This design comes from an exercise in tuning for small area, a short achievable clock period and few clock cycles per item on the open sky130 flow, not from production work.
In this exercise RTL edits were held to simulation tests only and were not proved equivalent to the original.
Power figures rest on the tool's default switching activity, not on a simulated workload.

### flow/standard.sh
#!/bin/bash
# synth_recipe.tcl (not shown) runs the flow's synth.tcl, then flattens the netlist and writes it again
# the make line also repeats each setting of config.mk as NAME=value (left out here)
make -C /OpenROAD-flow-scripts/flow DESIGN_CONFIG=/design/flow/config.mk WORK_HOME=/design/flow/orfs CLKGATE_MAP_FILE= SYNTH_SCRIPT=/design/flow/synth_recipe.tcl "${@:-finish}"
### flow/flow/run.sh
#!/bin/bash
# The standard layout (standard.sh, unchanged synthesis and steps), except
# that the input and output ports are buffered with buf_2 cells instead of
# the default port buffer cell. Full make output goes to standard.log.
set -uo pipefail
export BUFFER_PORTS_ARGS="-buffer_cell sky130_fd_sc_hd__buf_2"
bash standard.sh > standard.log 2>&1
### flow/design.v
module dz16_rs_dec (
    input             clk,
    input             rst,         
    input             in_valid,
    output            in_ready,
    input      [63:0] in_data,
    output            out_valid,
    input             out_ready,
    output     [63:0] out_data,
    output            out_last,
    output     [1:0]  out_status   
);
    localparam [1:0] ST_CLEAN = 2'd0, ST_CORR = 2'd1, ST_UNCORR = 2'd2, ST_POISON = 2'd3;
    localparam integer NROW = 12;
    localparam [63:0] POISON_S = 64'h917fe9c4ff071064;
    function [7:0] gf_mul(input [7:0] a, input [7:0] b);
        integer i;
        reg [7:0] p, aa;
        begin
            p  = 8'd0;
            aa = a;
            for (i = 0; i < 8; i = i + 1) begin
                if (b[i]) p = p ^ aa;
                aa = {aa[6:0], 1'b0} ^ (aa[7] ? 8'h1D : 8'h00);
            end
            gf_mul = p;
        end
    endfunction
    localparam [3:0] LAM = 4'hf;
    function [3:0] g16_mul(input [3:0] a, input [3:0] b);
        integer i;
        reg [3:0] p, aa;
        begin
            p  = 4'd0;
            aa = a;
            for (i = 0; i < 4; i = i + 1) begin
                if (b[i]) p = p ^ aa;
                aa = {aa[2:0], 1'b0} ^ (aa[3] ? 4'h3 : 4'h0);
            end
            g16_mul = p;
        end
    endfunction
    function [7:0] cm(input [7:0] a, input [7:0] b);
        reg [3:0] m0, m1, m2;
        begin
            m0 = g16_mul(a[3:0], b[3:0]);
            m1 = g16_mul(a[7:4], b[7:4]);
            m2 = g16_mul(a[3:0] ^ a[7:4], b[3:0] ^ b[7:4]);
            cm = {m2 ^ m0, m0 ^ g16_mul(LAM, m1)};
        end
    endfunction
    function [7:0] csq(input [7:0] a);
        reg [3:0] h, l;
        begin
            h = g16_mul(a[7:4], a[7:4]);
            l = g16_mul(a[3:0], a[3:0]);
            csq = {h, l ^ g16_mul(LAM, h)};
        end
    endfunction
    function [3:0] g16_inv(input [3:0] a);
        begin
            case (a)
            4'h0: g16_inv = 4'h0;
            4'h1: g16_inv = 4'h1;
            4'h2: g16_inv = 4'h9;
            4'h3: g16_inv = 4'he;
            4'h4: g16_inv = 4'hd;
            4'h5: g16_inv = 4'hb;
            4'h6: g16_inv = 4'h7;
            4'h7: g16_inv = 4'h6;
            4'h8: g16_inv = 4'hf;
            4'h9: g16_inv = 4'h2;
            4'ha: g16_inv = 4'hc;
            4'hb: g16_inv = 4'h5;
            4'hc: g16_inv = 4'ha;
            4'hd: g16_inv = 4'h4;
            4'he: g16_inv = 4'h3;
            4'hf: g16_inv = 4'h8;
            default: g16_inv = 4'h0;
            endcase
        end
    endfunction
    function cmember(input [7:0] a);
        begin
            case (a)
            8'h01, 8'h02, 8'h03, 8'h04, 8'h08, 8'h13, 8'h17, 8'h18, 8'h1a, 8'h23, 8'h26, 8'h27, 8'h29, 8'h30, 8'h31, 8'h32, 8'h33, 8'h34, 8'h36, 8'h3e, 8'h40, 8'h41, 8'h44, 8'h46, 8'h48, 8'h4c, 8'h4e, 8'h52, 8'h56, 8'h57, 8'h5d, 8'h60, 8'h62, 8'h64, 8'h66, 8'h6b, 8'h6c, 8'h6f, 8'h71, 8'h72, 8'h78, 8'h7a, 8'h80, 8'h82, 8'h83, 8'h88, 8'h89, 8'h8b, 8'h8c, 8'h95, 8'h9a, 8'ha1, 8'ha4, 8'ha5, 8'ha9, 8'hb3, 8'hb9, 8'hba, 8'hc0, 8'hc4, 8'hc5, 8'hc8, 8'hcb, 8'hcd, 8'hd5, 8'he2, 8'he3, 8'he4, 8'he7, 8'hf8, 8'hfb, 8'hfe: cmember = 1'b1;
            default: cmember = 1'b0;
            endcase
        end
    endfunction
    function [7:0] cqsolve(input [7:0] a);
        begin
            cqsolve = 8'h00;
            if (a[0]) cqsolve = cqsolve ^ 8'h06;
            if (a[1]) cqsolve = cqsolve ^ 8'h0a;
            if (a[2]) cqsolve = cqsolve ^ 8'h08;
            if (a[3]) cqsolve = cqsolve ^ 8'h14;
            if (a[4]) cqsolve = cqsolve ^ 8'h78;
            if (a[5]) cqsolve = cqsolve ^ 8'ha7;
            if (a[6]) cqsolve = cqsolve ^ 8'h95;
            if (a[7]) cqsolve = cqsolve ^ 8'h52;
        end
    endfunction
    function [7:0] to_z(input [7:0] a);
        begin
            to_z = 8'h00;
            if (a[0]) to_z = to_z ^ 8'h41;
            if (a[1]) to_z = to_z ^ 8'h51;
            if (a[2]) to_z = to_z ^ 8'h24;
            if (a[3]) to_z = to_z ^ 8'hb0;
            if (a[4]) to_z = to_z ^ 8'hb7;
            if (a[5]) to_z = to_z ^ 8'hff;
            if (a[6]) to_z = to_z ^ 8'h82;
            if (a[7]) to_z = to_z ^ 8'ha2;
        end
    endfunction
    function [7:0] to_poly(input [7:0] a);
        begin
            to_poly = 8'h00;
            if (a[0]) to_poly = to_poly ^ 8'h01;
            if (a[1]) to_poly = to_poly ^ 8'h98;
            if (a[2]) to_poly = to_poly ^ 8'h4e;
            if (a[3]) to_poly = to_poly ^ 8'h0a;
            if (a[4]) to_poly = to_poly ^ 8'h8a;
            if (a[5]) to_poly = to_poly ^ 8'h16;
            if (a[6]) to_poly = to_poly ^ 8'h02;
            if (a[7]) to_poly = to_poly ^ 8'h2d;
        end
    endfunction
    function [7:0] lanes(input [7:0] z);
        integer j;
        for (j = 0; j < 8; j = j + 1)
            lanes[j] = (z == (8'h80 >> j));
    endfunction
    function [7:0] zstep(input [7:0] z);
        zstep = gf_mul(z, 8'h1d);
    endfunction
    function [7:0] cinv(input [7:0] a);
        reg [3:0] d, di;
        begin
            d  = g16_mul(a[3:0], a[3:0] ^ a[7:4]) ^ g16_mul(LAM, g16_mul(a[7:4], a[7:4]));
            di = g16_inv(d);
            cinv = {g16_mul(a[7:4], di), g16_mul(a[3:0] ^ a[7:4], di)};
        end
    endfunction
    reg  [3:0]   in_beat;
    reg  [63:0]  synd;
    reg  [63:0]  ring   [0:NROW-1];
    reg          rvalid [0:NROW-1];
    reg  [3:0]   hdiff;
    reg          at_head;      
    reg  [3:0]   used;
    reg          sv;           
    reg          a_valid;      
    reg          a2_valid;     
    reg          b_valid;      
    reg          cur_valid;    
    reg  [2:0]   out_beat;
    reg         o_valid;
    reg  [63:0] o_data;
    wire take      = o_valid & cur_valid & out_ready;
    wire offer     = at_head & rvalid[NROW-1];
    wire adv       = at_head & (pop | ~rvalid[NROW-1]);
    wire free_tap  = at_head ? (~rvalid[NROW-1] | pop)
                             : (~rvalid[NROW-1] & ({1'b0, NROW[3:0]} - {1'b0, hdiff} >= {1'b0, used}));
    wire pop       = offer & (~o_valid | take);
    wire is_check  = (in_beat == 4'd8);
    assign in_ready = is_check ? (~b_valid & (~rvalid[NROW-1] | pop)) : free_tap;
    wire in_take   = in_valid & in_ready;
    wire push      = in_take & ~is_check;
    wire [63:0] sm = (in_beat == 4'd0) ? 64'd0 : synd;
    wire [63:0] synd_next;
    wire sy_t0 = in_data[61] ^ in_data[62];
    wire sy_t1 = in_data[58] ^ sy_t0;
    wire sy_t2 = in_data[52] ^ in_data[53];
    wire sy_t3 = in_data[5] ^ in_data[14];
    wire sy_t4 = in_data[2] ^ in_data[13];
    wire sy_t5 = in_data[21] ^ in_data[26];
    wire sy_t6 = in_data[54] ^ in_data[55];
    wire sy_t7 = in_data[1] ^ in_data[35];
    wire sy_t8 = in_data[37] ^ in_data[45];
    wire sy_t9 = in_data[6] ^ in_data[46];
    wire sy_t10 = in_data[10] ^ in_data[50];
    wire sy_t11 = in_data[12] ^ in_data[22];
    wire sy_t12 = in_data[18] ^ in_data[30];
    wire sy_t13 = in_data[34] ^ in_data[38];
    wire sy_t14 = in_data[3] ^ in_data[31];
    wire sy_t15 = in_data[29] ^ in_data[39];
    wire sy_t16 = in_data[25] ^ in_data[36];
    wire sy_t17 = in_data[41] ^ in_data[51];
    wire sy_t18 = in_data[60] ^ sy_t1;
    wire sy_t19 = in_data[16] ^ in_data[61];
    wire sy_t20 = in_data[11] ^ in_data[19];
    wire sy_t21 = in_data[27] ^ in_data[43];
    wire sy_t22 = in_data[8] ^ in_data[40];
    wire sy_t23 = in_data[20] ^ in_data[28];
    wire sy_t24 = in_data[15] ^ in_data[23];
    wire sy_t25 = in_data[33] ^ in_data[44];
    wire sy_t26 = in_data[24] ^ in_data[48];
    wire sy_t27 = in_data[4] ^ in_data[7];
    wire sy_t28 = in_data[9] ^ in_data[17];
    wire sy_t29 = in_data[32] ^ in_data[42];
    wire sy_t30 = in_data[47] ^ sy_t4;
    wire sy_t31 = in_data[49] ^ in_data[63];
    wire sy_t32 = sy_t5 ^ sy_t9;
    wire sy_t33 = sy_t2 ^ sy_t23;
    wire sy_t34 = in_data[12] ^ sy_t7;
    wire sy_t35 = sy_t6 ^ sy_t16;
    wire sy_t36 = in_data[57] ^ in_data[59];
    wire sy_t37 = in_data[0] ^ in_data[51];
    wire sy_t38 = in_data[42] ^ sy_t3;
    wire sy_t39 = sy_t8 ^ sy_t13;
    wire sy_t40 = in_data[59] ^ sy_t0;
    wire sy_t41 = sy_t14 ^ sy_t24;
    wire sy_t42 = in_data[60] ^ sy_t36;
    wire sy_t43 = sy_t10 ^ sy_t18;
    wire sy_t44 = in_data[2] ^ in_data[15];
    wire sy_t45 = in_data[56] ^ sy_t19;
    wire sy_t46 = in_data[44] ^ sy_t12;
    wire sy_t47 = sy_t15 ^ sy_t17;
    wire sy_t48 = in_data[18] ^ in_data[28];
    wire sy_t49 = in_data[27] ^ in_data[47];
    wire sy_t50 = in_data[34] ^ in_data[46];
    wire sy_t51 = in_data[21] ^ sy_t20;
    wire sy_t52 = sy_t6 ^ sy_t21;
    wire sy_t53 = in_data[30] ^ sy_t11;
    wire sy_t54 = in_data[37] ^ sy_t27;
    wire sy_t55 = in_data[49] ^ sy_t22;
    wire sy_t56 = in_data[23] ^ sy_t25;
    wire sy_t57 = in_data[9] ^ sy_t29;
    wire sy_t58 = in_data[5] ^ in_data[13];
    wire sy_t59 = in_data[25] ^ in_data[43];
    wire sy_t60 = in_data[7] ^ in_data[26];
    wire sy_t61 = in_data[31] ^ in_data[45];
    wire sy_t62 = in_data[40] ^ in_data[50];
    wire sy_t63 = sm[58] ^ sm[60];
    wire sy_t64 = sy_t21 ^ sy_t28;
    wire sy_t65 = in_data[16] ^ sy_t2;
    wire sy_t66 = in_data[17] ^ sy_t15;
    wire sy_t67 = in_data[48] ^ sy_t31;
    wire sy_t68 = sy_t38 ^ sy_t39;
    wire sy_t69 = in_data[61] ^ sy_t42;
    wire sy_t70 = sy_t25 ^ sy_t30;
    wire sy_t71 = in_data[29] ^ in_data[53];
    wire sy_t72 = in_data[36] ^ in_data[54];
    wire sy_t73 = in_data[22] ^ in_data[54];
    wire sy_t74 = in_data[38] ^ in_data[63];
    wire sy_t75 = in_data[1] ^ in_data[55];
    wire sy_t76 = in_data[6] ^ in_data[15];
    wire sy_t77 = in_data[0] ^ in_data[8];
    wire sy_t78 = in_data[19] ^ in_data[41];
    wire sy_t79 = in_data[11] ^ in_data[20];
    wire sy_t80 = in_data[5] ^ in_data[38];
    wire sy_t81 = in_data[11] ^ in_data[55];
    wire sy_t82 = in_data[27] ^ in_data[42];
    wire sy_t83 = in_data[10] ^ in_data[22];
    wire sy_t84 = sm[59] ^ sm[61];
    wire sy_t85 = in_data[51] ^ sy_t3;
    wire sy_t86 = in_data[49] ^ sy_t16;
    wire sy_t87 = in_data[4] ^ sy_t14;
    wire sy_t88 = in_data[53] ^ sy_t5;
    wire sy_t89 = in_data[32] ^ sy_t10;
    wire sy_t90 = in_data[33] ^ sy_t17;
    wire sy_t91 = in_data[39] ^ sy_t26;
    wire sy_t92 = sy_t56 ^ sy_t61;
    wire sy_t93 = sy_t19 ^ sy_t53;
    wire sy_t94 = in_data[24] ^ sy_t18;
    wire sy_t95 = sy_t11 ^ sy_t43;
    wire sy_t96 = in_data[4] ^ in_data[29];
    wire sy_t97 = in_data[13] ^ in_data[35];
    wire sy_t98 = sm[8] ^ sm[12];
    wire sy_t99 = in_data[34] ^ sm[15];
    wire sy_t100 = in_data[39] ^ in_data[62];
    wire sy_t101 = in_data[3] ^ in_data[37];
    wire sy_t102 = in_data[6] ^ in_data[19];
    wire sy_t103 = in_data[13] ^ in_data[20];
    wire sy_t104 = in_data[40] ^ in_data[48];
    wire sy_t105 = in_data[52] ^ sm[19];
    wire sy_t106 = in_data[8] ^ in_data[36];
    wire sy_t107 = sm[24] ^ sm[27];
    wire sy_t108 = in_data[5] ^ in_data[23];
    wire sy_t109 = sm[32] ^ sm[39];
    wire sy_t110 = in_data[28] ^ in_data[41];
    wire sy_t111 = sm[40] ^ sm[41];
    wire sy_t112 = in_data[25] ^ in_data[54];
    wire sy_t113 = sm[49] ^ sm[52];
    wire sy_t114 = sm[50] ^ sm[53];
    wire sy_t115 = sm[51] ^ sm[54];
    wire sy_t116 = in_data[0] ^ sy_t22;
    wire sy_t117 = sy_t8 ^ sy_t58;
    wire sy_t118 = sy_t8 ^ sy_t9;
    wire sy_t119 = in_data[52] ^ sy_t59;
    wire sy_t120 = sm[13] ^ sy_t3;
    wire sy_t121 = sm[14] ^ sy_t13;
    wire sy_t122 = in_data[16] ^ sy_t20;
    wire sy_t123 = in_data[50] ^ sy_t29;
    wire sy_t124 = sy_t7 ^ sy_t28;
    wire sy_t125 = sy_t11 ^ sy_t44;
    wire sy_t126 = in_data[43] ^ sy_t2;
    wire sy_t127 = in_data[9] ^ sy_t48;
    wire sy_t128 = sy_t37 ^ sy_t50;
    wire sy_t129 = sy_t2 ^ sy_t27;
    wire sy_t130 = sy_t12 ^ sy_t83;
    wire sy_t131 = sm[56] ^ sy_t63;
    wire sy_t132 = sm[62] ^ sy_t84;
    wire sy_t133 = sy_t32 ^ sy_t33;
    wire sy_t134 = in_data[7] ^ sy_t85;
    wire sy_t135 = in_data[31] ^ sy_t46;
    wire sy_t136 = sy_t15 ^ sy_t30;
    wire sy_t137 = sy_t1 ^ sy_t10;
    wire sy_t138 = in_data[10] ^ sy_t45;
    wire sy_t139 = in_data[24] ^ sy_t35;
    wire sy_t140 = sm[18] ^ sy_t47;
    wire sy_t141 = sy_t80 ^ sy_t125;
    wire sy_t142 = sy_t31 ^ sy_t40;
    wire sy_t143 = in_data[4] ^ sy_t45;
    wire sy_t144 = sy_t1 ^ sy_t37;
    wire sy_t145 = in_data[18] ^ sy_t54;
    wire sy_t146 = sy_t4 ^ sy_t68;
    wire sy_t147 = in_data[14] ^ in_data[62];
    wire sy_t148 = in_data[22] ^ in_data[47];
    wire sy_t149 = in_data[17] ^ in_data[42];
    wire sy_t150 = in_data[44] ^ sm[11];
    wire sy_t151 = in_data[0] ^ in_data[3];
    wire sy_t152 = in_data[17] ^ in_data[37];
    wire sy_t153 = in_data[31] ^ sm[17];
    wire sy_t154 = in_data[16] ^ in_data[19];
    wire sy_t155 = sm[28] ^ sm[29];
    wire sy_t156 = in_data[6] ^ in_data[29];
    wire sy_t157 = in_data[40] ^ sm[25];
    wire sy_t158 = in_data[1] ^ in_data[45];
    wire sy_t159 = in_data[33] ^ in_data[48];
    wire sy_t160 = in_data[49] ^ sm[33];
    wire sy_t161 = in_data[36] ^ sm[34];
    wire sy_t162 = in_data[32] ^ sm[35];
    wire sy_t163 = in_data[47] ^ in_data[52];
    wire sy_t164 = in_data[33] ^ in_data[41];
    wire sy_t165 = in_data[28] ^ in_data[34];
    wire sy_t166 = sm[43] ^ sm[45];
    wire sy_t167 = sm[40] ^ sm[46];
    wire sy_t168 = in_data[26] ^ in_data[39];
    wire sy_t169 = in_data[37] ^ sm[48];
    wire sy_t170 = in_data[11] ^ in_data[40];
    wire sy_t171 = in_data[33] ^ sm[63];
    wire sy_t172 = in_data[21] ^ sy_t26;
    wire sy_t173 = in_data[63] ^ sy_t24;
    wire sy_t174 = sy_t12 ^ sy_t71;
    wire sy_t175 = sy_t17 ^ sy_t96;
    wire sy_t176 = sy_t9 ^ sy_t23;
    wire sy_t177 = in_data[35] ^ sy_t60;
    wire sy_t178 = sm[12] ^ sy_t97;
    wire sy_t179 = in_data[26] ^ sy_t7;
    wire sy_t180 = sy_t16 ^ sy_t27;
    wire sy_t181 = sy_t23 ^ sy_t77;
    wire sy_t182 = in_data[30] ^ sy_t104;
    wire sy_t183 = in_data[46] ^ sy_t29;
    wire sy_t184 = in_data[62] ^ sy_t49;
    wire sy_t185 = sy_t12 ^ sy_t21;
    wire sy_t186 = in_data[44] ^ sy_t26;
    wire sy_t187 = in_data[14] ^ sy_t7;
    wire sy_t188 = in_data[17] ^ sy_t19;
    wire sy_t189 = sm[30] ^ sy_t24;
    wire sy_t190 = sm[27] ^ sy_t17;
    wire sy_t191 = in_data[53] ^ sy_t3;
    wire sy_t192 = in_data[43] ^ sy_t6;
    wire sy_t193 = sm[37] ^ sy_t161;
    wire sy_t194 = sy_t44 ^ sy_t102;
    wire sy_t195 = in_data[23] ^ sy_t81;
    wire sy_t196 = sy_t82 ^ sy_t164;
    wire sy_t197 = sy_t5 ^ sy_t8;
    wire sy_t198 = sy_t22 ^ sy_t111;
    wire sy_t199 = in_data[49] ^ sy_t165;
    wire sy_t200 = sm[41] ^ sy_t4;
    wire sy_t201 = in_data[32] ^ sy_t3;
    wire sy_t202 = sy_t7 ^ sy_t79;
    wire sy_t203 = in_data[2] ^ sy_t114;
    wire sy_t204 = in_data[27] ^ sy_t115;
    wire sy_t205 = sy_t28 ^ sy_t72;
    wire sy_t206 = sy_t20 ^ sy_t113;
    wire sy_t207 = in_data[10] ^ sy_t76;
    wire sy_t208 = sm[57] ^ sy_t13;
    wire sy_t209 = sy_t71 ^ sy_t117;
    wire sy_t210 = sy_t40 ^ sy_t52;
    wire sy_t211 = sy_t41 ^ sy_t51;
    wire sy_t212 = in_data[3] ^ sy_t34;
    wire sy_t213 = sy_t25 ^ sy_t51;
    wire sy_t214 = sy_t33 ^ sy_t64;
    wire sy_t215 = sm[9] ^ sy_t119;
    wire sy_t216 = sy_t98 ^ sy_t120;
    wire sy_t217 = sy_t55 ^ sy_t59;
    wire sy_t218 = sy_t65 ^ sy_t99;
    wire sy_t219 = in_data[34] ^ sy_t118;
    wire sy_t220 = sy_t40 ^ sy_t65;
    wire sy_t221 = sy_t77 ^ sy_t89;
    wire sy_t222 = sy_t34 ^ sy_t122;
    wire sy_t223 = sy_t19 ^ sy_t42;
    wire sy_t224 = sy_t26 ^ sy_t90;
    wire sy_t225 = sy_t32 ^ sy_t49;
    wire sy_t226 = sy_t57 ^ sy_t105;
    wire sy_t227 = sy_t13 ^ sy_t47;
    wire sy_t228 = sy_t29 ^ sy_t33;
    wire sy_t229 = sy_t30 ^ sy_t86;
    wire sy_t230 = sy_t62 ^ sy_t190;
    wire sy_t231 = in_data[31] ^ sy_t91;
    wire sy_t232 = sy_t55 ^ sy_t109;
    wire sy_t233 = sm[36] ^ sy_t41;
    wire sy_t234 = sy_t14 ^ sy_t66;
    wire sy_t235 = sy_t46 ^ sy_t67;
    wire sy_t236 = sy_t197 ^ sy_t198;
    wire sy_t237 = sy_t32 ^ sy_t35;
    wire sy_t238 = sy_t41 ^ sy_t200;
    wire sy_t239 = in_data[61] ^ sy_t129;
    wire sy_t240 = sy_t73 ^ sy_t137;
    wire sy_t241 = sy_t86 ^ sy_t214;
    wire sy_t242 = sy_t121 ^ sy_t136;
    wire sy_t243 = sy_t37 ^ sy_t92;
    wire sy_t244 = sy_t39 ^ sy_t139;
    wire sy_t245 = sy_t140 ^ sy_t226;
    wire sy_t246 = sm[16] ^ sy_t141;
    wire sy_t247 = sy_t126 ^ sy_t227;
    wire sy_t248 = in_data[19] ^ sy_t69;
    wire sy_t249 = sy_t70 ^ sy_t107;
    wire sy_t250 = sy_t5 ^ sy_t134;
    wire sy_t251 = sy_t12 ^ sy_t143;
    wire sy_t252 = sy_t18 ^ sy_t26;
    wire sy_t253 = sm[55] ^ sy_t70;
    wire sy_t254 = in_data[13] ^ sy_t145;
    wire sy_t255 = sy_t94 ^ sy_t218;
    wire sy_t256 = sy_t95 ^ sy_t133;
    assign synd_next[0] = in_data[32] ^ sm[0] ^ sy_t45 ^ sy_t116 ^ sy_t172 ^ sy_t209;
    assign synd_next[1] = sm[1] ^ sy_t46 ^ sy_t72 ^ sy_t96 ^ sy_t146 ^ sy_t256;
    assign synd_next[2] = in_data[30] ^ in_data[38] ^ sm[2] ^ sy_t9 ^ sy_t73 ^ sy_t147;
    assign synd_next[3] = in_data[30] ^ in_data[53] ^ sm[3] ^ sy_t15 ^ sy_t74 ^ sy_t97 ^ sy_t118 ^ sy_t134 ^ sy_t148 ^ sy_t210 ^ sy_t211;
    assign synd_next[4] = in_data[36] ^ sm[4] ^ sy_t6 ^ sy_t27 ^ sy_t68 ^ sy_t135 ^ sy_t136 ^ sy_t173 ^ sy_t256;
    assign synd_next[5] = sm[5] ^ sy_t32 ^ sy_t146 ^ sy_t174 ^ sy_t240;
    assign synd_next[6] = sm[6] ^ sy_t69 ^ sy_t117 ^ sy_t175 ^ sy_t212 ^ sy_t213 ^ sy_t241;
    assign synd_next[7] = in_data[21] ^ in_data[61] ^ sm[7] ^ sy_t209;
    assign synd_next[8] = sy_t53 ^ sy_t54 ^ sy_t75 ^ sy_t138 ^ sy_t176 ^ sy_t211 ^ sy_t215 ^ sy_t216 ^ sy_t242;
    assign synd_next[9] = in_data[51] ^ sm[10] ^ sy_t25 ^ sy_t76 ^ sy_t149 ^ sy_t177 ^ sy_t217 ^ sy_t255;
    assign synd_next[10] = in_data[8] ^ in_data[17] ^ in_data[23] ^ sy_t3 ^ sy_t53 ^ sy_t87 ^ sy_t88 ^ sy_t100 ^ sy_t150 ^ sy_t178;
    assign synd_next[11] = in_data[44] ^ sy_t35 ^ sy_t48 ^ sy_t64 ^ sy_t78 ^ sy_t173 ^ sy_t179 ^ sy_t216 ^ sy_t219 ^ sy_t220 ^ sy_t221;
    assign synd_next[12] = in_data[18] ^ in_data[26] ^ sm[11] ^ sm[13] ^ sy_t22 ^ sy_t31 ^ sy_t38 ^ sy_t64 ^ sy_t73 ^ sy_t178 ^ sy_t180 ^ sy_t243 ^ sy_t255;
    assign synd_next[13] = in_data[10] ^ in_data[30] ^ in_data[47] ^ in_data[55] ^ sm[15] ^ sy_t1 ^ sy_t44 ^ sy_t66 ^ sy_t98 ^ sy_t101 ^ sy_t121 ^ sy_t133 ^ sy_t150 ^ sy_t217 ^ sy_t222;
    assign synd_next[14] = in_data[6] ^ sy_t24 ^ sy_t99 ^ sy_t120 ^ sy_t123 ^ sy_t215 ^ sy_t223 ^ sy_t224;
    assign synd_next[15] = in_data[21] ^ sm[10] ^ sm[12] ^ sy_t79 ^ sy_t87 ^ sy_t93 ^ sy_t119 ^ sy_t242;
    assign synd_next[16] = sm[20] ^ sm[21] ^ sy_t20 ^ sy_t124 ^ sy_t135 ^ sy_t138 ^ sy_t140 ^ sy_t181 ^ sy_t225 ^ sy_t244;
    assign synd_next[17] = in_data[23] ^ sm[22] ^ sy_t43 ^ sy_t102 ^ sy_t103 ^ sy_t151 ^ sy_t182 ^ sy_t245;
    assign synd_next[18] = in_data[16] ^ sm[23] ^ sy_t48 ^ sy_t60 ^ sy_t105 ^ sy_t106 ^ sy_t152 ^ sy_t183 ^ sy_t184 ^ sy_t246;
    assign synd_next[19] = in_data[1] ^ in_data[8] ^ in_data[24] ^ in_data[54] ^ sm[20] ^ sy_t48 ^ sy_t57 ^ sy_t142 ^ sy_t153 ^ sy_t213 ^ sy_t247;
    assign synd_next[20] = in_data[47] ^ in_data[48] ^ sm[18] ^ sy_t43 ^ sy_t74 ^ sy_t90 ^ sy_t116 ^ sy_t152 ^ sy_t185 ^ sy_t228;
    assign synd_next[21] = in_data[5] ^ in_data[15] ^ in_data[45] ^ sy_t1 ^ sy_t35 ^ sy_t50 ^ sy_t154 ^ sy_t177 ^ sy_t186 ^ sy_t245;
    assign synd_next[22] = in_data[50] ^ sm[19] ^ sy_t47 ^ sy_t55 ^ sy_t127 ^ sy_t246 ^ sy_t248;
    assign synd_next[23] = sy_t8 ^ sy_t17 ^ sy_t81 ^ sy_t153 ^ sy_t180 ^ sy_t187 ^ sy_t188 ^ sy_t225;
    assign synd_next[24] = in_data[14] ^ sy_t10 ^ sy_t21 ^ sy_t88 ^ sy_t143 ^ sy_t155 ^ sy_t183 ^ sy_t189 ^ sy_t212 ^ sy_t244 ^ sy_t249;
    assign synd_next[25] = in_data[18] ^ sm[31] ^ sy_t43 ^ sy_t101 ^ sy_t107 ^ sy_t156 ^ sy_t157 ^ sy_t229 ^ sy_t250;
    assign synd_next[26] = in_data[24] ^ sm[26] ^ sm[28] ^ sy_t4 ^ sy_t11 ^ sy_t23 ^ sy_t81 ^ sy_t92 ^ sy_t100 ^ sy_t124 ^ sy_t128 ^ sy_t157;
    assign synd_next[27] = in_data[7] ^ in_data[35] ^ sm[26] ^ sy_t9 ^ sy_t16 ^ sy_t26 ^ sy_t30 ^ sy_t74 ^ sy_t82 ^ sy_t155 ^ sy_t220 ^ sy_t230;
    assign synd_next[28] = in_data[52] ^ sm[28] ^ sy_t31 ^ sy_t34 ^ sy_t60 ^ sy_t94 ^ sy_t108 ^ sy_t219 ^ sy_t230;
    assign synd_next[29] = in_data[6] ^ in_data[22] ^ in_data[43] ^ sm[29] ^ sy_t14 ^ sy_t35 ^ sy_t57 ^ sy_t62 ^ sy_t79 ^ sy_t144 ^ sy_t191 ^ sy_t249;
    assign synd_next[30] = in_data[4] ^ in_data[5] ^ in_data[50] ^ sm[25] ^ sy_t28 ^ sy_t34 ^ sy_t69 ^ sy_t176 ^ sy_t189 ^ sy_t229 ^ sy_t231;
    assign synd_next[31] = sm[26] ^ sm[31] ^ sy_t13 ^ sy_t51 ^ sy_t52 ^ sy_t56 ^ sy_t93 ^ sy_t158 ^ sy_t221;
    assign synd_next[32] = in_data[21] ^ sy_t33 ^ sy_t50 ^ sy_t57 ^ sy_t61 ^ sy_t70 ^ sy_t78 ^ sy_t187 ^ sy_t192 ^ sy_t232 ^ sy_t251;
    assign synd_next[33] = in_data[25] ^ sm[39] ^ sy_t8 ^ sy_t50 ^ sy_t95 ^ sy_t122 ^ sy_t159 ^ sy_t160 ^ sy_t181 ^ sy_t233;
    assign synd_next[34] = in_data[24] ^ sy_t46 ^ sy_t52 ^ sy_t123 ^ sy_t147 ^ sy_t193 ^ sy_t194 ^ sy_t234;
    assign synd_next[35] = sm[38] ^ sy_t20 ^ sy_t34 ^ sy_t58 ^ sy_t62 ^ sy_t142 ^ sy_t162 ^ sy_t163 ^ sy_t243;
    assign synd_next[36] = in_data[43] ^ sy_t27 ^ sy_t95 ^ sy_t109 ^ sy_t128 ^ sy_t162 ^ sy_t195 ^ sy_t235;
    assign synd_next[37] = sm[33] ^ sm[35] ^ sy_t20 ^ sy_t66 ^ sy_t103 ^ sy_t129 ^ sy_t158 ^ sy_t196 ^ sy_t232 ^ sy_t233 ^ sy_t240;
    assign synd_next[38] = in_data[2] ^ in_data[9] ^ in_data[14] ^ in_data[27] ^ in_data[32] ^ sy_t51 ^ sy_t69 ^ sy_t91 ^ sy_t92 ^ sy_t130 ^ sy_t160 ^ sy_t193;
    assign synd_next[39] = in_data[38] ^ in_data[49] ^ sm[34] ^ sm[35] ^ sm[38] ^ sy_t30 ^ sy_t38 ^ sy_t110 ^ sy_t174 ^ sy_t179 ^ sy_t188 ^ sy_t192;
    assign synd_next[40] = sm[42] ^ sm[45] ^ sy_t47 ^ sy_t52 ^ sy_t108 ^ sy_t138 ^ sy_t186 ^ sy_t228 ^ sy_t236;
    assign synd_next[41] = sm[46] ^ sy_t54 ^ sy_t64 ^ sy_t135 ^ sy_t148 ^ sy_t166 ^ sy_t194 ^ sy_t199 ^ sy_t252;
    assign synd_next[42] = in_data[9] ^ in_data[53] ^ sm[47] ^ sy_t55 ^ sy_t100 ^ sy_t141 ^ sy_t167 ^ sy_t196 ^ sy_t237;
    assign synd_next[43] = in_data[18] ^ in_data[20] ^ in_data[45] ^ sm[44] ^ sm[47] ^ sy_t20 ^ sy_t21 ^ sy_t40 ^ sy_t67 ^ sy_t75 ^ sy_t85 ^ sy_t87 ^ sy_t111 ^ sy_t123;
    assign synd_next[44] = in_data[0] ^ in_data[4] ^ sm[42] ^ sm[44] ^ sy_t6 ^ sy_t43 ^ sy_t78 ^ sy_t149 ^ sy_t168 ^ sy_t235 ^ sy_t238;
    assign synd_next[45] = in_data[38] ^ sy_t104 ^ sy_t130 ^ sy_t144 ^ sy_t166 ^ sy_t238 ^ sy_t241;
    assign synd_next[46] = sm[42] ^ sy_t32 ^ sy_t38 ^ sy_t75 ^ sy_t106 ^ sy_t159 ^ sy_t167 ^ sy_t185 ^ sy_t223 ^ sy_t234;
    assign synd_next[47] = in_data[38] ^ in_data[41] ^ sm[43] ^ sm[47] ^ sy_t91 ^ sy_t112 ^ sy_t201 ^ sy_t202 ^ sy_t236 ^ sy_t239;
    assign synd_next[48] = in_data[12] ^ in_data[42] ^ sy_t62 ^ sy_t101 ^ sy_t113 ^ sy_t139 ^ sy_t203 ^ sy_t247 ^ sy_t251;
    assign synd_next[49] = in_data[0] ^ sm[49] ^ sy_t14 ^ sy_t28 ^ sy_t60 ^ sy_t110 ^ sy_t146 ^ sy_t195 ^ sy_t204 ^ sy_t252;
    assign synd_next[50] = in_data[6] ^ in_data[20] ^ in_data[62] ^ sm[50] ^ sy_t34 ^ sy_t41 ^ sy_t65 ^ sy_t169 ^ sy_t182 ^ sy_t205 ^ sy_t253;
    assign synd_next[51] = in_data[5] ^ sm[51] ^ sy_t10 ^ sy_t11 ^ sy_t22 ^ sy_t67 ^ sy_t110 ^ sy_t156 ^ sy_t169 ^ sy_t206 ^ sy_t210;
    assign synd_next[52] = in_data[4] ^ in_data[10] ^ sy_t18 ^ sy_t67 ^ sy_t72 ^ sy_t82 ^ sy_t88 ^ sy_t108 ^ sy_t114 ^ sy_t127 ^ sy_t170;
    assign synd_next[53] = in_data[29] ^ in_data[52] ^ in_data[55] ^ sy_t5 ^ sy_t41 ^ sy_t49 ^ sy_t80 ^ sy_t115 ^ sy_t124 ^ sy_t137 ^ sy_t145 ^ sy_t203 ^ sy_t224;
    assign synd_next[54] = in_data[1] ^ in_data[41] ^ sm[48] ^ sy_t22 ^ sy_t35 ^ sy_t42 ^ sy_t54 ^ sy_t93 ^ sy_t168 ^ sy_t204 ^ sy_t207 ^ sy_t253;
    assign synd_next[55] = in_data[29] ^ sm[55] ^ sy_t7 ^ sy_t44 ^ sy_t93 ^ sy_t106 ^ sy_t126 ^ sy_t128 ^ sy_t201 ^ sy_t206;
    assign synd_next[56] = in_data[56] ^ sm[63] ^ sy_t10 ^ sy_t34 ^ sy_t90 ^ sy_t131 ^ sy_t132 ^ sy_t170 ^ sy_t199 ^ sy_t237 ^ sy_t239;
    assign synd_next[57] = in_data[39] ^ sy_t9 ^ sy_t24 ^ sy_t52 ^ sy_t83 ^ sy_t94 ^ sy_t116 ^ sy_t131 ^ sy_t202 ^ sy_t208 ^ sy_t254;
    assign synd_next[58] = in_data[11] ^ in_data[33] ^ in_data[34] ^ in_data[45] ^ sm[57] ^ sy_t2 ^ sy_t57 ^ sy_t84 ^ sy_t130 ^ sy_t131 ^ sy_t184 ^ sy_t250;
    assign synd_next[59] = in_data[20] ^ sy_t4 ^ sy_t63 ^ sy_t66 ^ sy_t78 ^ sy_t112 ^ sy_t132 ^ sy_t142 ^ sy_t172 ^ sy_t191 ^ sy_t208;
    assign synd_next[60] = in_data[12] ^ in_data[40] ^ sm[56] ^ sm[62] ^ sy_t18 ^ sy_t33 ^ sy_t74 ^ sy_t75 ^ sy_t154 ^ sy_t171 ^ sy_t231 ^ sy_t254;
    assign synd_next[61] = in_data[49] ^ sm[57] ^ sm[60] ^ sm[62] ^ sy_t39 ^ sy_t49 ^ sy_t58 ^ sy_t76 ^ sy_t87 ^ sy_t89 ^ sy_t112 ^ sy_t127 ^ sy_t144 ^ sy_t222;
    assign synd_next[62] = sm[61] ^ sy_t11 ^ sy_t63 ^ sy_t68 ^ sy_t88 ^ sy_t151 ^ sy_t171 ^ sy_t205 ^ sy_t207 ^ sy_t248;
    assign synd_next[63] = in_data[8] ^ in_data[25] ^ in_data[61] ^ sy_t28 ^ sy_t32 ^ sy_t56 ^ sy_t89 ^ sy_t103 ^ sy_t132 ^ sy_t163 ^ sy_t175;
    wire [7:0] s0 = synd[7:0],   s1 = synd[15:8],  s2 = synd[23:16], s3 = synd[31:24];
    wire [7:0] a_det = cm(s0, s2) ^ csq(s1);
    wire [7:0] a_A   = cm(s0, s3) ^ cm(s1, s2);
    wire [7:0] a_B   = cm(s1, s3) ^ csq(s2);
    wire       a_case2 = (a_det != 8'd0);
    wire [7:0] a_U   = a_case2 ? a_det : s0;
    wire [7:0] a_V   = a_case2 ? a_A : s1;
    wire [7:0] a_W   = a_case2 ? a_B : 8'd0;
    wire [63:0] hs = ring[2];
    reg  [7:0]  r1_U, r1_V, r1_W;
    reg         r1_clean, r1_poison, r1_case2, r1_Anz, r1_S0nz;
    reg  [7:0]  ra_invU, ra_invV;
    wire [7:0] b_s0 = hs[7:0],   b_s1 = hs[15:8],  b_s2 = hs[23:16], b_s3 = hs[31:24];
    wire [7:0] b_s4 = hs[39:32], b_s5 = hs[47:40], b_s6 = hs[55:48], b_s7 = hs[63:56];
    wire [7:0] sig1 = cm(r1_V, ra_invU);
    wire [7:0] sig2 = cm(r1_W, ra_invU);
    wire [7:0] rho  = cm(r1_U, ra_invV);
    wire [7:0] e2 = b_s4 ^ cm(sig1, b_s3) ^ cm(sig2, b_s2);
    wire [7:0] e3 = b_s5 ^ cm(sig1, b_s4) ^ cm(sig2, b_s3);
    wire [7:0] e4 = b_s6 ^ cm(sig1, b_s5) ^ cm(sig2, b_s4);
    wire [7:0] e5 = b_s7 ^ cm(sig1, b_s6) ^ cm(sig2, b_s5);
    wire       ver_ok = ({e2, e3, e4, e5} == 32'd0);
    wire [7:0] qc   = cm(sig2, csq(rho));
    wire       qtr  = ^(qc & 8'h80);
    reg  [7:0]  rb_sig1, rb_w0, rb_s1rho, rb_s0;
    reg         rb_ok1, rb_ok2, rb_case2, rb_clean, rb_poison;
    wire [7:0] x1   = rb_case2 ? cm(rb_sig1, rb_w0) : rb_sig1;
    wire [7:0] x2   = x1 ^ rb_sig1;
    wire [7:0] y1   = rb_case2 ? (rb_s1rho ^ cm(rb_s0, rb_w0 ^ 8'h01)) : rb_s0;
    wire [7:0] y2   = y1 ^ rb_s0;
    wire       ok1  = rb_ok1 & cmember(x1);
    wire       ok2  = rb_ok2 & cmember(x1) & cmember(x2);
    wire [1:0] c_next_status = rb_clean ? ST_CLEAN : rb_poison ? ST_POISON
                             : (ok1 | ok2) ? ST_CORR : ST_UNCORR;
    reg  [1:0] c_status;
    reg  [7:0] c_z1, c_z2, c_y1, c_y2;
    reg  [7:0] c_m1, c_m2;      
    wire       load_cur = b_valid & (~cur_valid | (take & (out_beat == 3'd7)));
    assign out_valid  = o_valid & cur_valid;
    assign out_last   = (out_beat == 3'd7);
    assign out_status = c_status;
    reg [63:0] odata;
    integer oj;
    always @* begin
        odata = o_data;
        for (oj = 0; oj < 8; oj = oj + 1) begin
            if (c_m1[oj]) odata[8*oj +: 8] = odata[8*oj +: 8] ^ c_y1;
            if (c_m2[oj]) odata[8*oj +: 8] = odata[8*oj +: 8] ^ c_y2;
        end
        if (c_status[1])
            odata = 64'd0;
    end
    assign out_data = odata;
    integer ri;
    always @(posedge clk) begin
        ring[0]  <= push ? in_data : ring[NROW-1];
        ring[1]  <= sv ? synd : ring[0];
        for (ri = 1; ri < NROW; ri = ri + 1) begin
            if (ri > 1)
                ring[ri] <= ring[ri-1];
            rvalid[ri] <= rvalid[ri-1];
        end
        rvalid[0] <= push | (rvalid[NROW-1] & ~pop);
        if (pop)
            o_data <= ring[NROW-1];
        if (in_take)
            synd <= synd_next;
        if (sv) begin
            r1_U      <= a_U;
            r1_V      <= a_V;
            r1_W      <= a_W;
            r1_clean  <= (synd == 64'd0);
            r1_poison <= (synd == POISON_S);
            r1_case2  <= a_case2;
            r1_Anz    <= (a_A != 8'd0);
            r1_S0nz   <= (s0 != 8'd0);
        end
        ra_invU   <= cinv(r1_U);
        ra_invV   <= cinv(r1_V);
        if (a2_valid) begin
            rb_sig1   <= sig1;
            rb_w0     <= cqsolve(qc);
            rb_s1rho  <= cm(b_s1, rho);
            rb_s0     <= b_s0;
            rb_ok1    <= ~r1_case2 & r1_S0nz & ~r1_Anz & ver_ok;
            rb_ok2    <= r1_case2 & r1_Anz & ~qtr & ver_ok;
            rb_case2  <= r1_case2;
            rb_clean  <= r1_clean;
            rb_poison <= r1_poison;
        end
        if (load_cur) begin
            c_status <= c_next_status;
            c_z1     <= to_z(x1);
            c_z2     <= rb_case2 ? to_z(x2) : 8'd0;
            c_m1     <= lanes(to_z(x1));
            c_m2     <= rb_case2 ? lanes(to_z(x2)) : 8'd0;
            c_y1     <= to_poly(y1);
            c_y2     <= rb_case2 ? to_poly(y2) : 8'd0;
        end else if (take) begin
            c_z1     <= zstep(c_z1);
            c_z2     <= zstep(c_z2);
            c_m1     <= lanes(zstep(c_z1));
            c_m2     <= lanes(zstep(c_z2));
        end
        if (rst) begin
            in_beat   <= 4'd0;
            for (ri = 0; ri < NROW; ri = ri + 1)
                rvalid[ri] <= 1'b0;
            hdiff     <= 4'd0;
            o_valid   <= 1'b0;
            at_head   <= 1'b1;
            used      <= 4'd0;
            sv        <= 1'b0;
            a_valid   <= 1'b0;
            a2_valid  <= 1'b0;
            b_valid   <= 1'b0;
            cur_valid <= 1'b0;
            out_beat  <= 3'd0;
        end else begin
            if (in_take)
                in_beat <= is_check ? 4'd0 : in_beat + 4'd1;
            if (pop)
                o_valid <= 1'b1;
            else if (take)
                o_valid <= 1'b0;
            if (at_head) begin
                hdiff   <= (rvalid[NROW-1] & ~pop) ? NROW - 1 : 4'd0;
                at_head <= ~(rvalid[NROW-1] & ~pop);
            end else begin
                hdiff   <= hdiff - 4'd1;
                at_head <= (hdiff == 4'd1);
            end
            if (push)
                used <= at_head ? NROW : NROW - hdiff + 4'd1;
            else if (adv && used != 4'd0)
                used <= used - 4'd1;
            sv      <= in_take & is_check;
            a_valid  <= sv;
            a2_valid <= a_valid;
            if (a2_valid)
                b_valid <= 1'b1;
            else if (load_cur)
                b_valid <= 1'b0;
            if (load_cur)
                cur_valid <= 1'b1;
            else if (take & (out_beat == 3'd7))
                cur_valid <= 1'b0;
            if (take)
                out_beat <= out_beat + 3'd1;
        end
    end
endmodule
### flow/config.mk
export PLATFORM = sky130hd
export DESIGN_NAME = dz16_rs_dec
export DESIGN_NICKNAME = dz16_rs_dec
export VERILOG_FILES = /design/flow/design.v
export SDC_FILE = /design/flow/constraint.sdc
export NUM_CORES = 4
export LEC_CHECK = 0
export CAP_MARGIN = 20
export CORE_MARGIN = 2
export CORE_UTILIZATION = 60
export SETUP_SLACK_MARGIN = 5
export SLEW_MARGIN = 20
### flow/constraint.sdc
create_clock -name core_clock -period 10.0 [get_ports {clk}]
set_input_delay 2.0000 -clock core_clock [delete_from_list [all_inputs] [get_ports {clk}]]
set_output_delay 2.0000 -clock core_clock [all_outputs]
set_load 0.01 [all_outputs]
==> flow_metrics.py, run 1 <==
metrics = {
    "routing": {
        "wl_per_cell_um": 25.2,
        "drtAntennaViolNets": 0,
        "num_vias": 43100,
        "viasPerCell": 5.72,
        "drtPass1Iterations": 6,
        "wl_um": 190000,
        "drt-initial-drc-count": 5083,
        "route.detailed.drc": 0,
    },
    "synthesis": {
        "syn_area_mm2": 0.0594,
        "yosysUniqueCellTypes": 92,
        "ys.flop_type": "dfxtp_1",
        "syn_area_per_cell_um2": 9.71,
        "synthCells": 6115,
        "synth_edf_count": 243,
        "ys_seq_elements": 1061,
        "synth_warnings": 3,
        "synth_fp_nets": 6248,
        "async_reset_ff_share_pct": 0,
        "ys_seq_area_share_pct": 39.9,
    },
    "power": {
        "leakage_uw": 0.0253,
        "p_sw_share_pct": 43.7,
        "power_frac_seq_pct": 26.6,
        "pwr-share-comb_pct": 56.1,
        "powerDensity_mw_per_mm2": 348,
        "intPower_uw": 12900,
        "power_switching_uw": 10000,
        "pwr-share-clk_pct": 17.3,
        "vdd_drop_max_v": 0.000821,
    },
    "layout": {
        "fin_cells": 7539,
        "fillers": 7799,
        "fin_nets": 6295,
        "drive_above_1_share_pct": 12.7,
        "final_core_util_pct": 67.1,
        "syn2layout_area_growth_pct": 11.0,
    },
    "timing": {
        "finalCritPeriodShare_pct": 49.8,
        "grt_setup_unrepaired": "yes",
        "final_max_slew_viol_count": 0,
        "relSlewSlack_pct": 25.8,
        "worst_slew_pin_slew_ps": 1110,
        "fin_crit_ps": 4980,
        "finalHoldViolCount": 0,
        "setup_tns_ps": 0,
        "skew_ps": 53.5,
        "final-setup-viol-count": 0,
        "fmax_mhz": 201,
    },
    "global_route": {
        "grt_pass1_vias": 40200,
        "grt_pass1_wl_um": 273000,
        "grt_max_degree": 67,
        "track_usage_pct": 36.5,
        "antenna_found_initial": 11,
        "gr-total-overflow": 0,
    },
    "clock_network": {
        "htree_levels": 3,
        "cts_tree": "done",
        "clock_sinks": 1061,
        "clock_path_buffers": 3,
        "clock_latency_ps": 720,
        "cts_buffers": 101,
        "cts_root_buffer": "clkbuf_16",
        "cts.clk_slew.worst_paths_ps": 70,
    },
    "floorplanning": {
        "dieArea_mm2": 0.101,
        "initial_core_util_pct": 60.4,
        "core_area_mm2": 0.0983,
        "die_y_um": 319,
        "io-pin-count": 137,
        "fp-row-count": 115,
        "die_w_um": 319,
    },
    "setup_path": {
        "start_kind": "input port",
        "critical-path-top-delay-family": "XOR/XNOR gates",
        "crit_path_end_kind": "flop",
        "crit_slowest_cell": "xnor2_1",
        "crit_chain": "buf_2 -> xor2_1 -> xnor2_1 -> xor2_2 -> xnor2_2 -> xnor2_1 -> xnor2_1 -> xnor2_1",
        "cp.required_ps": 10450,
        "setup.worst_path.start": "in_data[61]",
        "worstSetupPathType": "input port to flop",
        "slowest_delay_ps": 810,
        "cp.arrival_ps": 5430,
        "crit_path_frequent_cell": "xnor2_1",
        "crit_path_max_fanout": 7,
        "rr_startpoint": "rb_sig1[7]",
        "critPathBufInv": 1,
    },
    "worst_hold_path": {
        "min-delay-start": "ring[1][35]",
        "hp-class": "flop to flop",
    },
    "placed_design": {
        "hpwl_um": 139000,
        "dp.cells": 7246,
        "gp_congestion": 1.07,
        "port_buffers": 136,
    },
    "outcome": {
        "status": "no timing/DRC/antenna violations",
    },
    "flow_run": {
        "max_cap_viol_count": 0,
    },
}
==> cells in the mapped netlist (all sizes together) (17+ instances only) <==
library cell  instances  area [um^2]
nor2                467         1760
a21oi               144          724
o21ai               164          821
a22oi                48          365
nor3                 53          265
nand2b               46          288
clkbuf              266         1000
and2                 21          131
edfxtp              243         7300
nor2b                59          369
xnor2              1554        13800
o22ai                31          194
nand4                19          119
buf                 107          544
nand3                48          240
mux2i                65          651
ha                   65          813
xnor3                71         1600
nor4                 21          138
xor2                521         4660
nand2               806         3030
nor3b                17          128
mux2                162         1830
inv                  96          360
a31oi                18          113
dfxtp               818        16400
==> cell usage in the layout, fill, tap and decap left out, types with 18 or more instances in the layout <==
cell       Yosys  routed
nor4_1        20      20
nor3_1        53      53
mux2i_1       65      62
buf_2         54     136
nor2b_1       59      59
nor2_1       466     465
buf_4          6     168
ha_1          65      60
inv_1         93      92
nand2b_1      46      46
clkbuf_16      0     109
xor2_1       509     497
xnor2_1     1527    1496
edfxtp_1     243     243
and2_1        21      20
xnor2_2       25      42
nand2_1      806     803
a21oi_1      143     140
dfxtp_1      818     808
o22ai_1       31      31
mux2_2       160     160
clkbuf_8       0      23
o21ai_0      156     156
clkbuf_1     263      18
xnor3_1       67      61
a22oi_1       47      47
nand4_1       19      19
a31oi_1       18      18
nand3_1       48      48
==> path summary, 6_finish.rpt <==
check / to / slack [ps] / depth (start not counted)
min: ring[2][35] / 280 / 0
max reg2reg: c_status[1] / 5090 / 16
min reg2reg: ring[2][35] / 280 / 0
max: synd[4] / 5020 / 8
==> power groups by stage <==
stage / registers (uW) / clock network, uW / logic [uW]
3_3_place_gp: 6150 / 0 / 12500
5_1_grt: 6130 / 4170 / 13500
6_report: 6100 / 3970 / 12900
2_1_floorplan: 5690 / 0 / 9050
3_5_place_dp: 6160 / 0 / 12600
4_1_cts: 6080 / 4010 / 12700
==> sequential cells by signal, summed over array words and instances (netlist names), 12 cells and up <==
name,flops
o_data,64
rvalid,12
ring,768
synd,64
==> cells by family (layout without fill, tap and decap cells) <==
kind of cell	Yosys count	in the layout	synth area share, %
xor gates and xnor gates	2157	2158	34.3
and+or+nand+nor	1610	1610	11.5
DFF	1061	1061	39.9
AOI/OAI and AO/OA	523	523	5.45
buffers and inverters	470	603	3.22
muxes	229	229	4.26
adders and majority gates	65	65	1.37
other	0	3	0
==> layout make-up <==
class | instances | area, um^2 | share of cell area, %
Multi-Input combinational cell | 4585 | 34500 | 52.4
Sequential cell | 1061 | 23700 | 35.9
Clock buffer | 150 | 3110 | 4.72
Timing Repair Buffer | 316 | 2180 | 3.31
Tap cell | 1287 | 1610 | 2.44
Clock inverter | 40 | 414 | 0.628
Inverter | 97 | 369 | 0.560
Antenna cell | 3 | 7.51 | 0.0114
==> per-layer routing <==
metal  wire length [um]  track usage, %  vias to the layer above
met5                 13               0                        -
met4              10100            16.7                        2
met3              19400            7.50                      451
met2              82300            55.5                     2282
met1              78300            50.1                    20600
li1                   -               -                    19800
==> through the flow <==
stage | power [uW] | cell area (um^2) | setup WS [ps] | hold slack, ps
2_1_floorplan | 14700 | 59400 | 5060 | 310
3_3_place_gp | 18700 | 60800 | 3940 | 310
3_5_place_dp | 18800 | 60800 | 3880 | 312
4_1_cts | 22800 | 64800 | 4890 | 278
5_1_grt | 23800 | 65900 | 4890 | 298
6_report | 22900 | 65900 | 5020 | 284
==> timing repair <==
item / in CTS / in global routing
pin swaps: 1 / 11
gates resized for setup: 31 / 73
gates cloned: 0 / 1
buffers inserted: 28 / 71
setup endpoints to repair: 36 / 31
hold buffers: 0 / 0
Testbench counts, summed over its fixed seeds: cycles 17,376, items 1,920.
==> run 2, diff against run 1 <==
==> flow/flow/run.sh (replaced) <==
#!/bin/bash
# The standard layout (standard.sh, unchanged synthesis and steps), except
#  - the input and output ports are buffered with buf_2 cells instead of the
#    default port buffer cell;
#  - clock tree synthesis does not add dummy loads to the clock tree leaves.
# Full make output goes to standard.log; ORFS's per-step logs stay in orfs/logs.
set -uo pipefail
export BUFFER_PORTS_ARGS="-buffer_cell sky130_fd_sc_hd__buf_2"
export CTS_ARGS="-sink_clustering_enable -repair_clock_nets -dont_use_dummy_load"
bash standard.sh > standard.log 2>&1
--- a/flow/config.mk
+++ b/flow/config.mk
@@ -9,3 +9,3 @@
 export CORE_MARGIN = 2
-export CORE_UTILIZATION = 60
+export CORE_UTILIZATION = 40
 export SETUP_SLACK_MARGIN = 5
==> flow_metrics.py, run 2 <==
metrics = {
    "global_route": {
        "grt_pass1_wl_um": 283000,
        "gr-total-overflow": 0,
        "grt_pass1_vias": 40300,
        "track_usage_pct": 25.6,
        "antenna_found_initial": 19,
        "grt_max_degree": 65,
    },
    "power": {
        "leakage_uw": 0.0248,
        "vdd_drop_max_v": 0.000660,
        "powerDensity_mw_per_mm2": 345,
    },
    "layout": {
        "final_area_mm2": 0.0656,
        "fin_nets": 6298,
        "drive_above_1_share_pct": 11.7,
        "multi_input_area_mm2": 0.0344,
        "seqCellArea_mm2": 0.0237,
        "final_core_util_pct": 44.5,
        "largest_register": "ring",
        "largestRegisters": "ring (768), o_data (64), synd (64)",
        "fillers": 14100,
        "largest_reg_flops": 768,
        "final_common_cell": "xnor2_1",
        "mostFrequentLayoutCells": "xnor2_1, dfxtp_1, nand2_1, xor2_1, nor2_1",
        "syn2layout_area_growth_pct": 10.5,
    },
    "setup_path": {
        "critical-path-top-delay-family": "flip-flops",
        "rr_startpoint": "rb_w0[1]",
        "crit_chain": "nand2_1 -> xor2_1 -> xnor2_1 -> nor2_1 -> buf_2",
        "slowest_delay_ps": 1030,
        "worstSetupPathType": "flop to primary output",
        "start_kind": "flop",
        "cp.required_ps": 8000,
        "critPathBufInv": 1,
        "crit_path_max_fanout": 8,
        "crit_slowest_cell": "edfxtp_1",
        "crit_path_end_kind": "primary output",
        "cp.arrival_ps": 2950,
        "setup.worst_path.start": "c_y1[1]",
    },
    "flow_run": {
        "max_cap_viol_count": 0,
    },
    "routing": {
        "viasPerCell": 5.28,
        "wl_um": 199000,
        "drtPass1Iterations": 6,
        "drt-initial-drc-count": 4486,
        "num_vias": 42800,
        "route.detailed.drc": 0,
        "wl_per_cell_um": 24.5,
        "drtAntennaViolNets": 0,
    },
    "clock_network": {
        "cts.clk_slew.worst_paths_ps": 70,
        "cts_root_buffer": "clkbuf_16",
        "cts_buffers": 103,
        "clock_latency_ps": 730,
        "clock_sinks": 1061,
        "cts_tree": "done",
        "clock_path_buffers": 3,
        "cts_hold_buf": 0,
        "htree_levels": 3,
    },
    "outcome": {
        "status": "no timing/DRC/antenna violations",
    },
    "worst_hold_path": {
        "hp-class": "flop to flop",
        "min-delay-start": "ring[6][63]",
    },
    "timing": {
        "worst_slew_pin_slew_ps": 1110,
        "skew_ps": 105,
        "relSlewSlack_pct": 25.5,
        "setup_tns_ps": 0,
        "finalCritPeriodShare_pct": 49.5,
        "final-setup-viol-count": 0,
        "fmax_mhz": 202,
        "grt_setup_unrepaired": "yes",
        "finalHoldViolCount": 0,
        "fin_hold_ws_ps": 255,
        "fin_crit_ps": 4950,
        "final_max_slew_viol_count": 0,
    },
    "floorplanning": {
        "die_y_um": 389,
        "dieArea_mm2": 0.152,
        "fp-row-count": 141,
        "die_w_um": 389,
        "core_area_mm2": 0.147,
        "io-pin-count": 137,
        "initial_core_util_pct": 40.3,
    },
    "synthesis": {
        "synthCells": 6115,
        "synth_warnings": 3,
        "yosys.area.top_type_share_pct": 27.6,
        "post-synth-top-count-cell": "xnor2_1",
        "ys_top_cells_by_area": "dfxtp_1, xnor2_1, edfxtp_1",
        "syn_area_per_cell_um2": 9.71,
        "yosysUniqueCellTypes": 92,
        "syn_area_mm2": 0.0594,
        "post_synth_most_frequent_cells": "xnor2_1, dfxtp_1, nand2_1, xor2_1, nor2_1",
        "ys.flop_type": "dfxtp_1",
        "synth_edf_count": 243,
        "async_reset_ff_share_pct": 0,
        "ys_seq_elements": 1061,
        "synth_fp_nets": 6248,
        "ys_seq_area_share_pct": 39.9,
        "yosys.area.top_type": "dfxtp_1",
    },
    "placed_design": {
        "gp_congestion": 0.997,
        "hpwl_um": 149000,
        "port_buffers": 136,
        "placed_cell_area_mm2": 0.0617,
    },
}
## run 2: cell counts after synthesis
No cell type changed its count.
## run 2: repair_timing
| action | 4_1_cts | 5_1_grt |
|---|---|---|
| pin swaps | 2 | 12 |
| setup buffers | 29 | 62 |
| hold endpoints to repair | 0 | 0 |
| setup endpoints to repair | 27 | 26 |
| resized for setup | 40 | 55 |
## run 2: routing by layer
layer / GRT usage, % / wire length (um)
met5: 0 / 28
met4: 11.0 / 9310
met3: 4.86 / 17700
met2: 38.9 / 85600
met1: 35.3 / 86100
## run 2: where the power goes
group,internal (uW),switching [uW],leakage [uW]
logic,5290,7960,0.0144
clock network,1790,1490,0.00127
registers,5440,640,0.00914
total,12500,10100,0.0248
## run 2: layout make-up
type | count | share of cell area, %
clock buffer | 103 | 3.93
multi-input combinational | 4584 | 52.5
timing repair buffer | 318 | 3.23
sequential | 1061 | 36.1
antenna | 3 | 0.0114
tap | 1930 | 3.68
inverter | 97 | 0.576
## run 2: cells by family (layout without fill, tap and decap cells)
group	Yosys count	after routing	share of synthesized area, %
compound gates	523	523	5.45
xor+xnor	2157	2157	34.3
fa+ha+maj	65	65	1.37
buf+inv	470	518	3.22
flops	1061	1061	39.9
mux	229	229	4.26
other cells	0	3	0
simple gates	1610	1610	11.5
## run 2: through the flow
stage	worst slack, ps	total power (uW)	std cells
6_report	5050	22600	8096
2_1_floorplan	5060	14700	6115
3_5_place_dp	4240	19200	7899
5_1_grt	4930	23500	8093
4_1_cts	5000	22600	8031
3_3_place_gp	4170	19200	7899
## run 2: final timing paths
path	to	slack [ps]	cells past startpoint
min	ring[7][63]	260	0
max	out_data[33]	5050	5
min reg2reg	ring[7][63]	260	0
max reg2reg	c_status[1]	5190	15
==> run 3, diff against run 2 <==
==> flow/flow/run.sh (replaced) <==
#!/bin/bash
# The standard layout (standard.sh, unchanged synthesis and steps), except
#  - the input and output ports are buffered with buf_2 cells instead of the
#    default port buffer cell;
#  - clock tree synthesis does not add dummy loads to the clock tree leaves,
#    and clusters up to 30 registers (100 um across) per leaf buffer.
# Full make output goes to standard.log; ORFS's per-step logs stay in orfs/logs.
set -uo pipefail
export BUFFER_PORTS_ARGS="-buffer_cell sky130_fd_sc_hd__buf_2"
export CTS_ARGS="-sink_clustering_enable -repair_clock_nets -dont_use_dummy_load -sink_clustering_size 30 -sink_clustering_max_diameter 100"
bash standard.sh > standard.log 2>&1
==> flow_metrics.py, run 3 <==
metrics = {
    "floorplanning": {
        "dieArea_mm2": 0.152,
        "die_y_um": 389,
        "core_area_mm2": 0.147,
        "die_w_um": 389,
        "initial_core_util_pct": 40.3,
        "io-pin-count": 137,
        "fp-row-count": 141,
    },
    "layout": {
        "final_common_cell": "xnor2_1",
        "final_area_mm2": 0.0641,
        "fillers": 14200,
        "final_core_util_pct": 43.5,
        "syn2layout_area_growth_pct": 8.04,
        "largestRegisters": "ring (768), o_data (64), synd (64)",
        "multi_input_area_mm2": 0.0344,
        "largest_reg_flops": 768,
        "mostFrequentLayoutCells": "xnor2_1, dfxtp_1, nand2_1, xor2_1, nor2_1",
        "drive_above_1_share_pct": 10.9,
        "seqCellArea_mm2": 0.0237,
        "fin_nets": 6236,
        "largest_register": "ring",
    },
    "global_route": {
        "gr-total-overflow": 0,
        "grt_pass1_vias": 39700,
        "grt_max_degree": 65,
        "grt_pass1_wl_um": 281000,
        "antenna_found_initial": 22,
        "track_usage_pct": 25.3,
    },
    "synthesis": {
        "async_reset_ff_share_pct": 0,
        "post_synth_most_frequent_cells": "xnor2_1, dfxtp_1, nand2_1, xor2_1, nor2_1",
        "ys_top_cells_by_area": "dfxtp_1, xnor2_1, edfxtp_1",
        "syn_area_per_cell_um2": 9.71,
        "ys_seq_area_share_pct": 39.9,
        "syn_area_mm2": 0.0594,
        "ys.flop_type": "dfxtp_1",
        "yosys.area.top_type": "dfxtp_1",
        "synth_fp_nets": 6248,
        "post-synth-top-count-cell": "xnor2_1",
        "synth_edf_count": 243,
        "synth_warnings": 3,
        "yosys.area.top_type_share_pct": 27.6,
        "yosysUniqueCellTypes": 92,
        "synthCells": 6115,
        "ys_seq_elements": 1061,
    },
    "power": {
        "vdd_drop_max_v": 0.000653,
        "p_sw_share_pct": 46.1,
        "pwr-share-clk_pct": 9.9,
        "leakage_uw": 0.0241,
        "power_frac_seq_pct": 28.3,
        "pwr-share-comb_pct": 61.8,
        "intPower_uw": 11600,
        "power_switching_uw": 9870,
        "powerDensity_mw_per_mm2": 334,
    },
    "timing": {
        "fmax_mhz": 203,
        "finalHoldViolCount": 0,
        "grt_setup_unrepaired": "yes",
        "finalCritPeriodShare_pct": 49.3,
        "relSlewSlack_pct": 26.3,
        "worst_slew_pin_slew_ps": 1100,
        "skew_ps": 87.7,
        "worst_slack_ps": 5070,
        "final-setup-viol-count": 0,
        "setup_tns_ps": 0,
        "final_max_slew_viol_count": 0,
        "fin_crit_ps": 4930,
    },
    "placed_design": {
        "dpl_worst_slack_ps": 4240,
        "gp_congestion": 0.997,
        "hpwl_um": 149000,
        "placed_cell_area_mm2": 0.0617,
        "port_buffers": 136,
    },
    "routing": {
        "drtAntennaViolNets": 0,
        "drt-initial-drc-count": 4307,
        "wl_per_cell_um": 24.5,
        "num_vias": 42400,
        "drtPass1Iterations": 5,
        "wl_um": 197000,
        "viasPerCell": 5.27,
        "route.detailed.drc": 0,
    },
    "clock_network": {
        "cts_tree": "done",
        "cts_buffers": 47,
        "clock_sinks": 1061,
        "clock_latency_ps": 670,
        "cts.clk_slew.worst_paths_ps": 120,
        "cts_root_buffer": "clkbuf_16",
        "cts_hold_buf": 0,
        "clock_path_buffers": 3,
        "htree_levels": 2,
    },
    "setup_path": {
        "crit_path_end_kind": "primary output",
        "crit_path_max_fanout": 8,
        "cp.arrival_ps": 2930,
        "cp.required_ps": 8000,
        "worstSetupPathType": "input port to primary output",
        "start_kind": "input port",
    },
    "flow_run": {
        "max_cap_viol_count": 0,
    },
    "outcome": {
        "status": "no timing/DRC/antenna violations",
    },
    "worst_hold_path": {
        "hp-class": "flop to flop",
    },
}
-- run 3: cell types whose count changed in the layout (fill, tap and decap cells not counted), sizes merged --
cell,change
buf,-6
bufinv,-1
clkbuf,-56
diode,+3
inv,+1
-- run 3: area by class of cell --
| type | count | area share [%] |
|---|---|---|
| flip-flops and latches | 1061 | 36.9 |
| repair buffers | 312 | 3.17 |
| inverters | 97 | 0.579 |
| diodes | 6 | 0.0234 |
| multi-input cells | 4584 | 53.7 |
| clock buffers | 47 | 1.83 |
| well taps | 1930 | 3.76 |
-- run 3: critical path, stage by stage --
cell and delay (ps):
buf_2 100, nand2_4 100, nand2_2 100, nand2_1 70, nand2_1 110, o21ai_0 110, a21oi_2 180, buf_2 160
-- run 3: cell families (layout without fill, tap and decap cells) --
group	count (synthesis)	after routing	share of synthesized area, %
XOR/XNOR	2157	2157	34.3
AND/OR/NAND/NOR	1610	1610	11.5
flip-flops	1061	1061	39.9
AO/OA/AOI/OAI	523	523	5.45
buffers and inverters	470	456	3.22
multiplexers	229	229	4.26
adder cells (fa/ha/maj)	65	65	1.37
other	0	6	0
-- run 3: repair_timing --
item                       in CTS  in global routing
setup endpoints to repair      30                 23
gates cloned                    0                  0
hold endpoints to repair        0                  0
pin swaps                       2                 13
setup buffers                  33                 52
resized for setup              39                 66
-- run 3: final timing paths --
path / slack (ps) / cells after the start / endpoint / from
worst max-delay path: 5070 / 8 / in_ready / out_ready
worst min-delay path: 280 / 0 / ring[11][58] / ring[10][58]
worst max register to register: 5180 / 14 / rb_w0[2] / r1_U[1]
worst min register to register: 280 / 0 / ring[11][58] / ring[10][58]
-- run 3: power groups by stage --
stage / clock, uW / sequential, uW / combinational (uW)
floorplan: 0 / 5690 / 9050
global placement: 0 / 6120 / 13100
global route: 2300 / 6090 / 13900
CTS: 2170 / 6040 / 13200
detailed placement: 0 / 6130 / 13100
finish: 2120 / 6060 / 13200
-- run 3: metrics by stage --
stage	cells	hold WS, ps	power [uW]
floorplan	6115	310	14700
global placement	7899	310	19200
detailed placement	7899	312	19200
CTS	7979	272	21400
global route	8031	279	22300
finish	8037	276	21400
-- run 3: metal layers --
layer	track usage (%)	wire length, um	vias up
met5	0	67	-
met4	10.1	9090	4
met3	4.02	17300	369
met2	38.7	85000	1943
met1	35.4	85700	20500
li1	-	-	19600

[static timing again, ports no longer ideal]
In the flow no input, the clock included, has a driving cell. The finished layouts below were timed again as built, in two steps. Step 1 (the two cells are an assumption about what drives the block):
set clk [get_ports {clk}]
set_driving_cell -lib_cell sky130_fd_sc_hd__clkbuf_16 $clk
set_driving_cell -lib_cell sky130_fd_sc_hd__buf_2 [delete_from_list [all_inputs] $clk]
Step 2 times the ports against the registers' clock, not the clock port: input delays grow and output delays shrink by t, the midpoint of the rising clock arrivals with the driver on. Three values: no drivers, after step 1, after step 2; two values: the first two.
run	shift t [ns]	setup slack, ns	latest minus earliest clock arrival (ns)	slew at the worst register clock pin (ns)	cell pins on the clock port's net
run 1	0.757	5.023 / 4.924 / 4.167	0.058 / 0.058	0.08 / 0.08	1
run 2	0.763	5.055 / 4.982 / 4.439	0.122 / 0.122	0.07 / 0.07	1
run 3	0.709	5.067 / 5.037 / 4.591	0.111 / 0.112	0.12 / 0.12	1
After both steps every run listed still meets setup and hold. The setup slack of run 1, which loses most, moves by -0.099 ns with the drivers and by -0.856 ns with both steps.
